What follows belongs to an exercise in optimizing a design on an open flow for small area and a short achievable clock period; a production flow would make more cautious choices. Where RTL was checked, it was by simulation tests only, not by an equivalence proof against the original.

==> run a: inputs <==
## tim_domains
module tim_domains (
    input  wire        clk,
    input  wire        rst,             
    input  wire        cmd_valid,
    input  wire [2:0]  cmd_op,
    input  wire        cmd_dom,
    input  wire [77:0] cmd_data,
    input  wire        rd_dom,
    output wire [47:0] rd_sec,
    output wire [29:0] rd_ns,
    output wire [31:0] rd_frac,
    output wire [31:0] rd_rate,
    output wire        rd_valid,
    output wire        rd_holdover,
    output wire        rd_slewing,
    output wire [23:0] rd_slew_left,    
    output wire [31:0] rd_steps,
    output wire [31:0] rd_jumps_refused,
    output wire [31:0] rd_hold_refused
);
make LEC_CHECK=0 CAP_MARGIN=20 CORE_MARGIN=2 CORE_UTILIZATION=40 SLEW_MARGIN=20 finish   # period 45.0 ns
run.sh (not shown) runs the stock make flow with config.mk's settings and CLKGATE_MAP_FILE= SYNTH_SCRIPT=/design/flow/synth_recipe.tcl, a recipe that flattens the netlist after the stock synthesis.
==> inputs of run b, as changes to run a <==
CAP_MARGIN = 70   (was 20)
SLEW_MARGIN = 70   (was 20)
==> notes.md <==
Against run a, the fmax of run b is higher by 7.9%. Sequential share of layout area: run b is lower than run a (0.81 points). In run a the clock skew is lower than in run b, by 20 ps. Between run b and run a, the lower register-to-register slack is in run a (gap 820 ps). Synthesized cell count is the same in run b and run a.

========
==> inputs of exp/onyx <==
tim_domains, a different RTL version from the one above (not shown whole).
// tim_domains
module tim_domains (
    input  wire        clk,
    input  wire        rst,             
    input  wire        cmd_valid,
    input  wire [2:0]  cmd_op,
    input  wire        cmd_dom,
    input  wire [77:0] cmd_data,
    input  wire        rd_dom,
    output wire [47:0] rd_sec,
    output wire [29:0] rd_ns,
    output wire [31:0] rd_frac,
    output wire [31:0] rd_rate,
    output wire        rd_valid,
    output wire        rd_holdover,
    output wire        rd_slewing,
    output wire [23:0] rd_slew_left,    
    output wire [31:0] rd_steps,
    output wire [31:0] rd_jumps_refused,
    output wire [31:0] rd_hold_refused
);
    localparam [2:0] OP_RATE   = 3'd0;
    localparam [2:0] OP_ADJ    = 3'd1;
    localparam [2:0] OP_SET    = 3'd2;
    localparam [2:0] OP_RESUME = 3'd3;
    localparam [2:0] OP_FORCE  = 3'd4;
    localparam [2:0] OP_THRESH = 3'd5;
    localparam [2:0] OP_SLEW   = 3'd6;
    localparam [31:0] RATE_MIN    = -32'sd8589935;
    localparam [30:0] RATE_MIN_LO = RATE_MIN[30:0];
    wire [47:0] sec   [0:1];
    wire [29:0] ns    [0:1];
    wire [31:0] frac  [0:1];
    wire [24:0] rate  [0:1];
    wire        valid [0:1];
    wire        hold  [0:1];
    wire [61:0] slew  [0:1];
    wire [31:0] steps [0:1];
  ...
Settings: LEC_CHECK=0, CAP_MARGIN=70, CORE_MARGIN=2, CORE_UTILIZATION=40, SLEW_MARGIN=70; clock period 45.0 ns.
==> exp/amber: changes against exp/onyx <==
--- a/flow/design.v
+++ b/flow/design.v
@@ -1,19 +1,20 @@
 module tim_domain (
     input  wire        clk,
-    input  wire        rst,
+    input  wire        rst,           
     input  wire        w_time,        
     input  wire [47:0] x_sec,
     input  wire [29:0] x_ns,
     input  wire        w_load,        
     input  wire        w_pstep,       
     input  wire        w_slew,        
-    input  wire        x_slew_zero,
     input  wire [29:0] x_slew_hi,
+    input  wire        w_slew_lo0,    
     input  wire        w_rate,
     input  wire [24:0] x_rate,
     input  wire        w_valid,
+    input  wire        x_valid,
     input  wire        w_hold,
     input  wire        x_hold,
     input  wire        w_pend,
     input  wire        x_pend_set,
     input  wire [77:0] x_pend_data,
@@ -130,43 +131,28 @@
         end
     end
     assign slew_ceil = ceil_up;
     assign slew_nz   = slew != 62'd0;
     always @(posedge clk) begin
-        if (rst) begin
-            sec           <= 48'd0;
-            ns            <= 30'd0;
-            frac          <= 32'd0;
-            rate          <= 25'd0;
-            valid         <= 1'b0;
-            hold          <= 1'b0;
-            slew          <= 62'd0;
-            steps         <= 32'd0;
-            jumps_refused <= 32'd0;
-            hold_refused  <= 32'd0;
-            thr125        <= 27'd125000;     
-            sstep         <= 23'd859000;     
+        if (w_time) begin
+            sec <= x_sec;
+            ns  <= x_ns;
         end else begin
-            if (w_time) begin
-                sec  <= x_sec;
-                ns   <= x_ns;
-            end else begin
-                sec  <= sec_up;
-                ns   <= adv_ns;
-            end
-            frac <= w_load ? 32'd0 : w_pstep ? p2_frac : adv_frac;
-            slew[61:32] <= w_slew ? x_slew_hi : slew_a[61:32];
-            slew[31:0]  <= (w_slew && x_slew_zero) ? 32'd0 : slew_a[31:0];
-            if (w_rate)  rate          <= x_rate;
-            if (w_valid) valid         <= 1'b1;
-            if (w_hold)  hold          <= x_hold;
-            if (w_steps) steps         <= x_cnt;
-            if (w_href)  hold_refused  <= x_cnt;
-            if (w_jref)  jumps_refused <= x_cnt;
-            if (w_thr)   thr125        <= x_thr;
-            if (w_sstep) sstep         <= x_sstep;
+            sec <= sec_up;
+            ns  <= adv_ns;
         end
+        frac        <= w_load ? 32'd0 : w_pstep ? p2_frac : adv_frac;
+        slew[61:32] <= w_slew ? x_slew_hi : slew_a[61:32];
+        slew[31:0]  <= w_slew_lo0 ? 32'd0 : slew_a[31:0];
+        if (w_rate)  rate          <= x_rate;
+        if (w_valid) valid         <= x_valid;
+        if (w_hold)  hold          <= x_hold;
+        if (w_steps) steps         <= x_cnt;
+        if (w_href)  hold_refused  <= x_cnt;
+        if (w_jref)  jumps_refused <= x_cnt;
+        if (w_thr)   thr125        <= x_thr;
+        if (w_sstep) sstep         <= x_sstep;
     end
     always @(posedge clk) begin
         if (w_pend && !rst) begin
             pend_set  <= x_pend_set;
             pend_data <= x_pend_data;
@@ -278,10 +264,11 @@
     wire        w_thr, w_sstep, w_steps, w_jref, w_href;
     wire [47:0] x_sec;
     wire [29:0] x_ns;
     wire        x_slew_zero;
     wire [29:0] x_slew_hi;
+    wire        x_valid;
     wire [24:0] x_rate;
     wire        x_hold;
     wire [26:0] x_thr;
     wire [22:0] x_sstep;
     wire [31:0] x_cnt;
@@ -290,33 +277,34 @@
         for (d = 0; d < 2; d = d + 1) begin : dom
             wire hit = cmd_valid && (cmd_dom == d);
             tim_domain u_dom (
                 .clk           (clk),
                 .rst           (rst),
-                .w_time        (hit && w_time),
+                .w_time        (rst || (hit && w_time)),
                 .x_sec         (x_sec),
                 .x_ns          (x_ns),
-                .w_load        (hit && w_load),
+                .w_load        (rst || (hit && w_load)),
                 .w_pstep       (hit && w_pstep),
-                .w_slew        (hit && w_slew),
-                .x_slew_zero   (x_slew_zero),
+                .w_slew        (rst || (hit && w_slew)),
                 .x_slew_hi     (x_slew_hi),
-                .w_rate        (hit && w_rate),
+                .w_slew_lo0    (rst || (hit && w_slew && x_slew_zero)),
+                .w_rate        (rst || (hit && w_rate)),
                 .x_rate        (x_rate),
-                .w_valid       (hit && w_valid),
-                .w_hold        (hit && w_hold),
+                .w_valid       (rst || (hit && w_valid)),
+                .x_valid       (x_valid),
+                .w_hold        (rst || (hit && w_hold)),
                 .x_hold        (x_hold),
                 .w_pend        (hit && w_pend),
                 .x_pend_set    (cmd_op == OP_SET),
                 .x_pend_data   (cmd_data),
-                .w_thr         (hit && w_thr),
+                .w_thr         (rst || (hit && w_thr)),
                 .x_thr         (x_thr),
-                .w_sstep       (hit && w_sstep),
+                .w_sstep       (rst || (hit && w_sstep)),
                 .x_sstep       (x_sstep),
-                .w_steps       (hit && w_steps),
-                .w_href        (hit && w_href),
-                .w_jref        (hit && w_jref),
+                .w_steps       (rst || (hit && w_steps)),
+                .w_href        (rst || (hit && w_href)),
+                .w_jref        (rst || (hit && w_jref)),
                 .x_cnt         (x_cnt),
                 .sec           (sec[d]),
                 .ns            (ns[d]),
                 .frac          (frac[d]),
                 .rate          (rate[d]),
@@ -474,38 +462,41 @@
     wire        loading = load0 || fset;
     wire [77:0] ld      = fset ? pdata_c : cmd_data;
     assign w_time  = loading || fadj || (jump_ok && stepcase);
     assign w_load  = loading;
     assign w_pstep = jump_ok && stepcase;
-    assign x_sec   = loading ? ld[77:30] : st_sec;
-    assign x_ns    = loading ? ld[29:0]  : st_ns;
+    assign x_sec   = {48{!rst}} & (loading ? ld[77:30] : st_sec);
+    assign x_ns    = {30{!rst}} & (loading ? ld[29:0]  : st_ns);
     assign w_slew      = jump_ok || fset;
     assign x_slew_zero = fset || stepcase;
-    assign x_slew_hi   = x_slew_zero ? 30'd0 : hd;
+    assign x_slew_hi   = {30{!(x_slew_zero || rst)}} & hd;
     wire [31:0] rate_in = cmd_data[31:0];
     wire rate_hi = !rate_in[31] && ge_c({2'd0, rate_in[30:0]}, 33'd8589936);
     wire rate_lo =  rate_in[31] && !ge_c({2'd0, rate_in[30:0]}, {2'd0, RATE_MIN_LO});
     assign w_rate = is_rate && !hold_c;
-    assign x_rate = rate_hi ? 25'd8589935 : rate_lo ? -25'sd8589935 : rate_in[24:0];
+    assign x_rate = {25{!rst}} & (rate_hi ? 25'd8589935 : rate_lo ? -25'sd8589935 : rate_in[24:0]);
     assign w_valid = load0;
+    assign x_valid = !rst;
     assign w_hold  = jump_ref || is_res || is_force;
-    assign x_hold  = jump_ref;
+    assign x_hold  = jump_ref && !rst;
     assign w_pend  = jump_ref;
     wire [19:0] thr_in  = (cmd_data[19:0] == 20'd0) ? 20'd1 : cmd_data[19:0];
     assign w_thr   = is_thr;
-    assign x_thr   = {thr_in, 7'd0} - {5'd0, thr_in, 2'd0} + {7'd0, thr_in};     
+    wire [26:0] thr125 = {thr_in, 7'd0} - {5'd0, thr_in, 2'd0} + {7'd0, thr_in};     
+    assign x_thr   = ({27{!rst}} & thr125) | ({27{rst}} & 27'd125000);             
     wire [11:0] ppm_in  = cmd_data[11:0];
     wire [9:0]  ppm_eff = (ppm_in == 12'd0) ? 10'd1 : (ppm_in > 12'd1000) ? 10'd1000 : ppm_in[9:0];
     assign w_sstep = is_slew;
-    assign x_sstep = ppm_eff * 23'd4295;
+    wire [22:0] sstep_in = ppm_eff * 23'd4295;
+    assign x_sstep = ({23{!rst}} & sstep_in) | ({23{rst}} & 23'd859000);           
     wire inc_href  = hold_c && (is_rate || (is_jump && valid_c));
     wire inc_steps = load0 || forcing || (jump_ok && stepcase);
     wire [31:0] cnt = jump_ref ? jref[c] : (hold_c && !is_force) ? href[c] : steps[c];
     wire [31:0] cnt_inc;
     wire        cnt_full;
     td_add #(.W(32), .ARCH(1)) u_cnt (.a(cnt), .b(32'd0), .ci(1'b1), .s(cnt_inc), .co(cnt_full));
-    assign x_cnt   = cnt_full ? cnt : cnt_inc;      
+    assign x_cnt   = {32{!rst}} & (cnt_full ? cnt : cnt_inc);      
     assign w_steps = inc_steps;
     assign w_jref  = jump_ref;
     assign w_href  = inc_href;
     assign rd_sec           = sec[rd_dom];
     assign rd_ns            = ns[rd_dom];
CAP_MARGIN = 40   (was 70)
CORE_UTILIZATION = 45   (was 40)
SLEW_MARGIN = 60   (was 70)
==> exp/pepper: changes against exp/onyx <==
CAP_MARGIN = 85   (was 70)
CORE_UTILIZATION = 60   (was 40)
SLEW_MARGIN = 85   (was 70)
==> qor summary <==
| quantity | exp/onyx | exp/amber | exp/pepper |
|---|---|---|---|
| Status | timing/DRC/antenna clean | timing/DRC/antenna clean | timing/DRC/antenna clean |
| Setup WS pre-CTS | 23.89 ns | 21.49 ns | 19.60 ns |
| Beginning of the critical path | rd_dom | cmd_dom | dom[0].u_dom.sstep[1]$_SDFFE_PP0P_ |
| Slowest CP cell | sky130_fd_sc_hd__clkdlybuf4s50_1 | sky130_fd_sc_hd__fa_1 | sky130_fd_sc_hd__clkdlybuf4s50_1 |
| Final antenna diode count | 20 | 7 | 12 |
| Met3 wire length | 15700 um | 18400 um | 27800 um |
| GR Layer Usage met1 | 34.9% | 38.4% | 53.8% |
| Largest net degree at the start of global routing | 76 | 97 | 32 |
| Wire length the detailed router placed on met1 | 108000 um | 101000 um | 106000 um |
| Met3 global-route usage | 3.92% | 5.99% | 7.93% |
No functional check of the RTL was part of any run of this note.

## port drivers added, routing unchanged
How much do the figures lean on ideal ports? The routed layouts below were timed once more, with nothing changed but the port constraints. Step 1: set_driving_cell puts a clkbuf_16 on clk and a buf_2 on each other input, an assumption about the parent block. Step 2 adds t to the input delays and takes it off the output delays; t is the mean of the earliest and latest rising clock arrival at the registers after step 1. Input paths then give back, and output paths get back, about the clock's delay inside the block. Slacks: no drivers / after step 1 / after step 2; pairs: no drivers / after step 1.
run	t (ns)	setup WS [ns]	worst hold slack (ns)	cell pins on the clock port's net
run a	0.817	23.360 / 23.393 / 22.576	0.455 / 0.455 / 0.455	1
run b	0.809	24.939 / 24.888 / 24.242	0.454 / 0.454 / 0.454	1
exp/onyx	0.832	24.794 / 24.734 / 24.164	0.453 / 0.453 / 0.453	1
exp/amber	0.824	22.750 / 22.715 / 21.892	0.595 / 0.595 / 0.595	1
exp/pepper	0.814	16.080 / 16.080 / 16.080	0.459 / 0.459 / 0.459	1
After both steps every run listed still meets setup and hold. The setup slack of exp/amber, which loses most, moves by -0.035 ns with the drivers and by -0.858 ns with both steps.
